Context: an optimization exercise on an open-source flow, tuned for small area, a short achievable clock period and few clock cycles. The choices shown serve that exercise and are no tape-out recipe. In this exercise RTL edits were held to simulation tests only and were not proved equivalent to the original.

Setup of old:
==> flow/design.v (excerpt) <==
module blade_blend (
    input  wire        clk,
    input  wire        rst,
    input  wire        in_valid,
    output wire        in_ready,
    input  wire [1:0]  in_kind,
    input  wire        in_last,
    input  wire [19:0] in_red,
    input  wire [19:0] in_grn,
    input  wire [19:0] in_blu,
    input  wire [19:0] in_alp,
    input  wire [2:0]  in_op,
    input  wire [19:0] in_gal,
    output reg         out_valid,
    output wire [19:0] out_red,
    output wire [19:0] out_grn,
    output wire [19:0] out_blu,
    output wire [1:0]  out_cls
);
    localparam [19:0] U1   = 20'h80000;
    localparam [19:0] MAXV = 20'hFFFFF;
    localparam [18:0] HALF = 19'h40000;
    localparam [2:0] OP_OVER = 3'd0, OP_ADD = 3'd1, OP_MUL = 3'd2, OP_SCREEN = 3'd3,
                     OP_MIN  = 3'd4, OP_MAX = 3'd5, OP_ERASE = 3'd6;
    reg        pend;           
    reg        scaled;         
  ...
export LEC_CHECK = 0
export ABC_AREA = 1
export CAP_MARGIN = 20
export CORE_MARGIN = 2
export CORE_UTILIZATION = 55
export PLACE_DENSITY = 0.7
export SLEW_MARGIN = 20
create_clock -name core_clock -period 26.0 [get_ports {clk}]
standard.sh (not shown) runs the stock make flow with config.mk's settings and CLKGATE_MAP_FILE= SYNTH_SCRIPT=/design/flow/synth_recipe.tcl, a recipe that flattens the netlist after the stock synthesis.
==> flow/flow/run.sh <==
#!/bin/bash
# The standard layout (standard.sh: the standard flow's own ORFS flow, standard synthesis
# unchanged), with repair_timing aiming at a setup slack margin well above 0
# so that the layout is optimised for a short achieved period (clock period
# less setup slack). The clock, the I/O delays and the SDC are unchanged.
# The margin is higher up to clock tree synthesis than after global routing,
# where a high margin mostly grows the area. Each ORFS step writes its full
# log under orfs/logs/; make's output goes to make_*.log in this folder.
set -euo pipefail
bash standard.sh SETUP_SLACK_MARGIN=18.5 cts > make_cts.log 2>&1
bash standard.sh SETUP_SLACK_MARGIN=17 finish > make_finish.log 2>&1
old finished end to end and its layout was clean on timing, DRC and antenna.
Testbench counts of old, summed over its fixed seeds: cycles 48,888.
[inputs] new vs old
Settings: swapping 0.7 for 0.6 in PLACE_DENSITY; swapping 55 for 40 in CORE_UTILIZATION.
diff --git a/flow/flow/run.sh b/flow/flow/run.sh
--- a/flow/flow/run.sh
+++ b/flow/flow/run.sh
@@ -10,2 +10,2 @@
-bash standard.sh SETUP_SLACK_MARGIN=18.5 cts > make_cts.log 2>&1
-bash standard.sh SETUP_SLACK_MARGIN=17 finish > make_finish.log 2>&1
+bash standard.sh SETUP_SLACK_MARGIN=19 cts > make_cts.log 2>&1
+bash standard.sh SETUP_SLACK_MARGIN=18 finish > make_finish.log 2>&1
### Flow results
In new relative to old, routed wire length had gone up by a little under 10%.
Of old and new, old shows the lower count of cells resized by post-cts repair, with new above it.
Diff old -> new: count of non-filler cells in the finished layout up about 7%, critical path depth moved up, sequential cell area share moved down.
Initial antenna violation count was lower in old than in new.
Measured against each other, old and new differ in number of cell rows, the higher figure coming from new.
Compared with old, new shows a number of clock buffers in the layout that is 5.1% lower.
Global-route usage over all layers ended up 9.6 points lower on new than on old.

========
Setup of run A:
blade_blend again, from the RTL that the note above started with.
==> flow/config.mk <==
export PLATFORM = sky130hd
export DESIGN_NAME = blade_blend
export DESIGN_NICKNAME = blade_blend
export VERILOG_FILES = /design/flow/design.v
export SDC_FILE = /design/flow/constraint.sdc
export NUM_CORES = 4
export LEC_CHECK = 0
export ABC_AREA = 1
export CAP_MARGIN = 20
export CORE_MARGIN = 2
export CORE_UTILIZATION = 40
export PLACE_DENSITY = 0.6
export SLEW_MARGIN = 20
==> flow/constraint.sdc <==
create_clock -name core_clock -period 26.0 [get_ports {clk}]
set_input_delay 5.2000 -clock core_clock [delete_from_list [all_inputs] [get_ports {clk}]]
set_output_delay 5.2000 -clock core_clock [all_outputs]
set_load 0.01 [all_outputs]
==> flow/flow/run.sh <==
#!/bin/bash
# The standard layout (standard.sh: the standard flow's own ORFS flow, standard synthesis
# unchanged), with repair_timing aiming at a setup slack margin well above 0
# so that the layout is optimised for a short achieved period (clock period
# less setup slack). The clock, the I/O delays and the SDC are unchanged.
# The margin is higher up to clock tree synthesis than after global routing,
# where a high margin mostly grows the area. Each ORFS step writes its full
# log under orfs/logs/; make's output goes to make_*.log in this folder.
set -euo pipefail
bash standard.sh SETUP_SLACK_MARGIN=18.75 cts > make_cts.log 2>&1
bash standard.sh SETUP_SLACK_MARGIN=17 finish > make_finish.log 2>&1
Testbench counts of run A, summed over its fixed seeds: cycles 48,888.
Here is what was changed in the inputs of run B compared with run A.
==> flow/flow/run.sh <==
#!/bin/bash
# The standard layout (standard.sh: the standard flow's own ORFS flow, standard synthesis
# unchanged), with repair_timing aiming at a setup slack margin well above 0
# so that the layout is optimised for a short achieved period (clock period
# less setup slack). The clock, the I/O delays and the SDC are unchanged.
# Each ORFS step writes its full log under orfs/logs/; make's output goes to
# make_finish.log in this folder.
set -euo pipefail
MARGIN=19
bash standard.sh SETUP_SLACK_MARGIN=$MARGIN finish > make_finish.log 2>&1
[summary]
- Looking at beginning of the critical path, the b_a[13] result is from run A; the r_prep one comes from run B.
- Routed length on met2 | run B above run A
- Area: run B vs run A -> run B larger
- Run A → run B: non-clock buffer instance count of the final layout grew by 375; total wirelength of the detailed-routed design grew by 22 mm; relative area of non-clock buffer cells in the final design grew by 4.5 points.
- Changes observed in run B relative to run A: clock period minus worst slack down 0.43 ns, instance count on the critical path up 3.4%.
- Relative to run A, non-filler instance count after layout has increased by about 3.2% in run B.
The following lists how run C was set up differently from run B:
==> flow/flow/run.sh <==
#!/bin/bash
# The standard layout (standard.sh: the standard flow's own ORFS flow, standard synthesis
# unchanged), with repair_timing aiming at a setup slack margin well above 0
# so that the layout is optimised for a short achieved period (clock period
# less setup slack). The clock, the I/O delays and the SDC are unchanged.
# The margin is higher up to clock tree synthesis than after global routing,
# where a high margin mostly grows the area. Each ORFS step writes its full
# log under orfs/logs/; make's output goes to make_*.log in this folder.
set -euo pipefail
bash standard.sh SETUP_SLACK_MARGIN=18 cts > make_cts.log 2>&1
bash standard.sh SETUP_SLACK_MARGIN=17 finish > make_finish.log 2>&1
Findings:
- Going from run B to run C, cell area decreased by 11% relative to the old numbers.
- Run B vs run C, highest-delay cell along the critical path: sky130_fd_sc_hd__fa_1 vs sky130_fd_sc_hd__dfxtp_4
- Run C vs run B, sequential share of layout area went up by 1.3 points.
- Compared with run B, run C improves total length of routed wires.
- Re compound-gate portion of the synthesized area: no difference whatsoever between run B and run C.
- Run C vs. run B: non-clock buffer share of cell area dropped 5.6 points, via count of the first global-routing pass dropped 3.4%, critical path buffer and inverter count dropped 4, diode insertion count for antenna repair dropped 5.
Input changes introduced in run D (baseline for comparison: run C):
diff --git a/flow/flow/run.sh b/flow/flow/run.sh
--- a/flow/flow/run.sh
+++ b/flow/flow/run.sh
@@ -8,4 +8,4 @@
 # log under orfs/logs/; make's output goes to make_*.log in this folder.
 set -euo pipefail
-bash standard.sh SETUP_SLACK_MARGIN=18 cts > make_cts.log 2>&1
+bash standard.sh SETUP_SLACK_MARGIN=18.5 cts > make_cts.log 2>&1
 bash standard.sh SETUP_SLACK_MARGIN=17 finish > make_finish.log 2>&1
Findings:
Number of multi-input logic gates across run C and run D: no real change. Against run C, the final cell area of run D is higher.

[static timing again, ports no longer ideal]
In the flow no input, the clock included, has a driving cell. The finished layouts below were timed again as built, in two steps.
Step 1 sets driving cells, clkbuf_16 on the clock port and buf_2 on the other inputs (assumed; they add their load-dependent delay and slew).
Step 2, shift: input delay + t, output delay - t, t = (earliest + latest rising clock arrival at the registers) / 2. This alone moves slack from input paths to output paths.
Three values: ideal, step 1, step 2; two values: the first two.
run | shift t [ns] | setup slack, ns | slew at the worst register clock pin (ns)
old | 0.704 | 17.954 / 17.954 / 17.485 | 0.07 / 0.07
new | 0.740 | 18.430 / 18.430 / 18.065 | 0.07 / 0.07
run A | 0.734 | 18.455 / 18.455 / 17.919 | 0.07 / 0.07
run B | 0.739 | 18.885 / 18.885 / 18.228 | 0.07 / 0.07
run C | 0.728 | 17.719 / 17.719 / 17.072 | 0.07 / 0.07
run D | 0.734 | 18.210 / 18.210 / 17.612 | 0.07 / 0.07
After both steps every run listed still meets setup and hold. For run B, which loses most, drivers alone change the setup slack by 0.000 ns; drivers and shift together by -0.657 ns.
